What follows belongs to an exercise in optimizing a design on an open flow for small area, a short achievable clock period and few clock cycles; a production flow would make more cautious choices.
Only simulation tests tie the RTL to the original design; equivalence was not proved.
Power and IR drop assume default switching activity.

Design cvu_core, start of the top module:
module cvu_core (
    input  wire         clk,
    input  wire         rst,
    input  wire         go,
    input  wire [1:0]   go_alg,
    input  wire         go_init,
    input  wire         go_final,
    input  wire [30:0]  go_len,
    input  wire         ctx_we,
    input  wire [3:0]   ctx_sel,
    input  wire [31:0]  ctx_wdata,
    input  wire         done_clr,
    input  wire         in_valid,
    output wire         in_ready,
    input  wire [31:0]  in_data,
    output wire         busy,
    output reg          done,
    output reg          finalised,
    output reg  [3:0]   cfg_err,
    output wire [255:0] state,
    output wire [63:0]  count
);
For scale: roughly 7300 cells after synthesis, ~1200 flip-flops, roughly 440 I/O pins, ~75000 um^2 of cells after synthesis.
Settings: LEC_CHECK=0, CAP_MARGIN=20, CORE_MARGIN=2, CORE_UTILIZATION=55, CTS_CLUSTER_DIAMETER=60, CTS_CLUSTER_SIZE=20, PLACE_DENSITY=0.7, SLEW_MARGIN=20, SYNTH_HIERARCHICAL=1; clock period 11.0 ns.
standard.sh (not shown) runs the stock make flow with config.mk's settings and CLKGATE_MAP_FILE= SYNTH_SCRIPT=/design/flow/synth_recipe.tcl, a recipe that flattens the netlist after the stock synthesis.
==> flow/flow/run.sh <==
#!/bin/bash
# The standard layout (standard.sh) with two changes to how it is made:
# ORFS's timing repair aims for 9 ns of setup slack on the design's clock
# (repair_timing -setup_margin 9) and works on the worst endpoint at a time, and
# the port buffers are buf_2 cells. ORFS writes each step's log under
# orfs/logs; make's own output goes to standard_flow.log.
set -euo pipefail
bash standard.sh SETUP_SLACK_MARGIN=9 TNS_END_PERCENT=0 \
    "BUFFER_PORTS_ARGS=-buffer_cell sky130_fd_sc_hd__buf_2" finish > standard_flow.log 2>&1
Testbench counts at the start, summed over its fixed seeds: cycles 37,894.
Change:
--- a/flow/flow/run.sh
+++ b/flow/flow/run.sh
@@ -3,2 +3,2 @@
-# ORFS's timing repair aims for 9 ns of setup slack on the design's clock
-# (repair_timing -setup_margin 9) and works on the worst endpoint at a time, and
+# ORFS's timing repair aims for 8 ns of setup slack on the design's clock
+# (repair_timing -setup_margin 8) and works on the worst 2% of endpoints, and
@@ -8 +8 @@
-bash standard.sh SETUP_SLACK_MARGIN=9 TNS_END_PERCENT=0 \
+bash standard.sh SETUP_SLACK_MARGIN=8 TNS_END_PERCENT=2 \
What happened: Worst setup slack is worse by 19 ps; synthesized area does not change; power increases by 5.8%; design area came out higher by 7.9%; maximum frequency decreases by 0.41%; global-route usage climbs by 1.4 points; sequential cell count is unchanged; clock power barely changes.
Change:
--- a/flow/flow/run.sh
+++ b/flow/flow/run.sh
@@ -4 +4 @@
-# (repair_timing -setup_margin 8) and works on the worst 2% of endpoints, and
+# (repair_timing -setup_margin 8) and works on the worst 1% of endpoints, and
@@ -8 +8 @@
-bash standard.sh SETUP_SLACK_MARGIN=8 TNS_END_PERCENT=2 \
+bash standard.sh SETUP_SLACK_MARGIN=8 TNS_END_PERCENT=1 \
After rerunning: The changed run went through all stages and came out clean. Worst setup slack gets worse by 3.7 ps. Final cell count fell by 1.1%. Routed wire length fell by 1.0%. Hold slack gets worse by 4.7 ps. Design area fell by 2.5%. Total power fell by 2.1%. Clock power hardly moves. Die area is unchanged. Clock-buffer cell count is unchanged. First-iteration DRC count fell by 3.7%. Utilization fell by 1.7 points.
Change:
--- a/flow/flow/run.sh
+++ b/flow/flow/run.sh
@@ -3,2 +3,2 @@
-# ORFS's timing repair aims for 8 ns of setup slack on the design's clock
-# (repair_timing -setup_margin 8) and works on the worst 1% of endpoints, and
+# ORFS's timing repair aims for 7 ns of setup slack on the design's clock
+# (repair_timing -setup_margin 7) and works on the worst 1% of endpoints, and
@@ -8 +8 @@
-bash standard.sh SETUP_SLACK_MARGIN=8 TNS_END_PERCENT=1 \
+bash standard.sh SETUP_SLACK_MARGIN=7 TNS_END_PERCENT=1 \
What happened: The new run produced a clean layout; cell area shrinks by a few percent; power shrinks slightly; sequential cell count does not change; final cell count shrinks slightly.

* * *

Setup of oak:
cvu_core, a different RTL version from the one above (not shown whole).
Size: ~6,600 cells after synthesis, about 440 I/O pins.
clock: 11.0 ns
lec_check: 0
cap_margin: 20
core_margin: 2
core_utilization: 55
cts_cluster_diameter: 60
cts_cluster_size: 20
place_density: 0.7
slew_margin: 20
==> flow/flow/run.sh <==
#!/bin/bash
# The standard layout (standard.sh) with two changes to how it is made:
# ORFS's timing repair aims for 8 ns of setup slack on the design's clock
# (repair_timing -setup_margin 8) and works on the worst 2% of endpoints, and
# the port buffers are buf_2 cells. ORFS writes each step's log under
# orfs/logs; make's own output goes to standard_flow.log.
set -euo pipefail
bash standard.sh SETUP_SLACK_MARGIN=8 TNS_END_PERCENT=2 \
    "BUFFER_PORTS_ARGS=-buffer_cell sky130_fd_sc_hd__buf_2" finish > standard_flow.log 2>&1
oak finished every step from synthesis to the final layout, and the layout passed the timing, DRC and antenna checks.
Testbench counts of oak, summed over its fixed seeds: cycles 37,894.
Here is what was changed in the inputs of pine compared with oak.
Settings: CORE_UTILIZATION changed from 55 to 62; PLACE_DENSITY changed from 0.7 to 0.75.
-- flow/flow/run.sh --
<<< oak, line 4
# (repair_timing -setup_margin 8) and works on the worst 2% of endpoints, and
>>> pine, line 4
# (repair_timing -setup_margin 8) and works on the worst 10% of endpoints, and
<<< oak, line 8
bash standard.sh SETUP_SLACK_MARGIN=8 TNS_END_PERCENT=2 \
>>> pine, line 8
bash standard.sh SETUP_SLACK_MARGIN=8 TNS_END_PERCENT=10 \
[summary]
global routing (5_1_grt): pine exited with error
pine gives less cell total after placement than oak did.
Relative to oak, number of gates resized after cts has gone up in pine.
Between pine and oak, the HPWL after detailed placement does not differ in any meaningful way.
--- input diff pine..birch ---
Settings: PLACE_DENSITY now 0.7, was 0.75; CORE_UTILIZATION now 55, was 62.
-- flow/flow/run.sh --
<<< pine, line 4
# (repair_timing -setup_margin 8) and works on the worst 10% of endpoints, and
>>> birch, line 4
# (repair_timing -setup_margin 8) and works on the worst 5% of endpoints, and
<<< pine, line 8
bash standard.sh SETUP_SLACK_MARGIN=8 TNS_END_PERCENT=10 \
>>> birch, line 8
bash standard.sh SETUP_SLACK_MARGIN=8 TNS_END_PERCENT=5 \
[summary]
birch reports a higher die boundary height than pine does.
birch: full flow OK, the timing, DRC and antenna checks passed
Per the comparison of birch with pine, number of register bits inferred by synthesis held steady; number of standard cells after synthesis held steady; standard cell area after detailed placement grew by about 0.5%.

-- afterwards: timing with drivers on the ports --
No port has a modelled driver above. Below, the same layouts with a new extraction and two added sets of constraints. Step 1 assumes that a clkbuf_16 drives the clock port and a buf_2 every other input. Step 2 times the ports against the registers' clock, not the clock port: input delays grow and output delays shrink by t, the midpoint of the rising clock arrivals with the driver on. Slacks: ideal / step 1 / step 2; pairs: ideal / step 1.
run | shift t [ns] | slack for setup (ns) | worst hold slack (ns) | worst setup path after step 2 | slew at the worst register clock pin (ns)
the first run of note 1 | 0.847 | 6.395 / 6.395 / 5.707 | 0.390 / 0.390 / 0.390 | input to register | 0.09 / 0.09
the second run of note 1 | 0.845 | 6.376 / 6.376 / 5.885 | 0.393 / 0.393 / 0.393 | input to register | 0.09 / 0.09
the third run of note 1 | 0.847 | 6.373 / 6.373 / 5.818 | 0.389 / 0.389 / 0.389 | input to register | 0.09 / 0.09
the fourth run of note 1 | 0.859 | 6.182 / 6.182 / 5.650 | 0.395 / 0.395 / 0.395 | input to register | 0.09 / 0.09
oak | 0.844 | 5.751 / 5.751 / 5.731 | 0.416 / 0.416 / 0.416 | input to register | 0.09 / 0.09
birch | 0.836 | 5.724 / 5.724 / 5.724 | 0.413 / 0.413 / 0.413 | register to register | 0.10 / 0.10
After both steps every run listed still meets setup and hold. The setup slack of the first run of note 1, which loses most, moves by 0.000 ns with the drivers and by -0.688 ns with both steps.
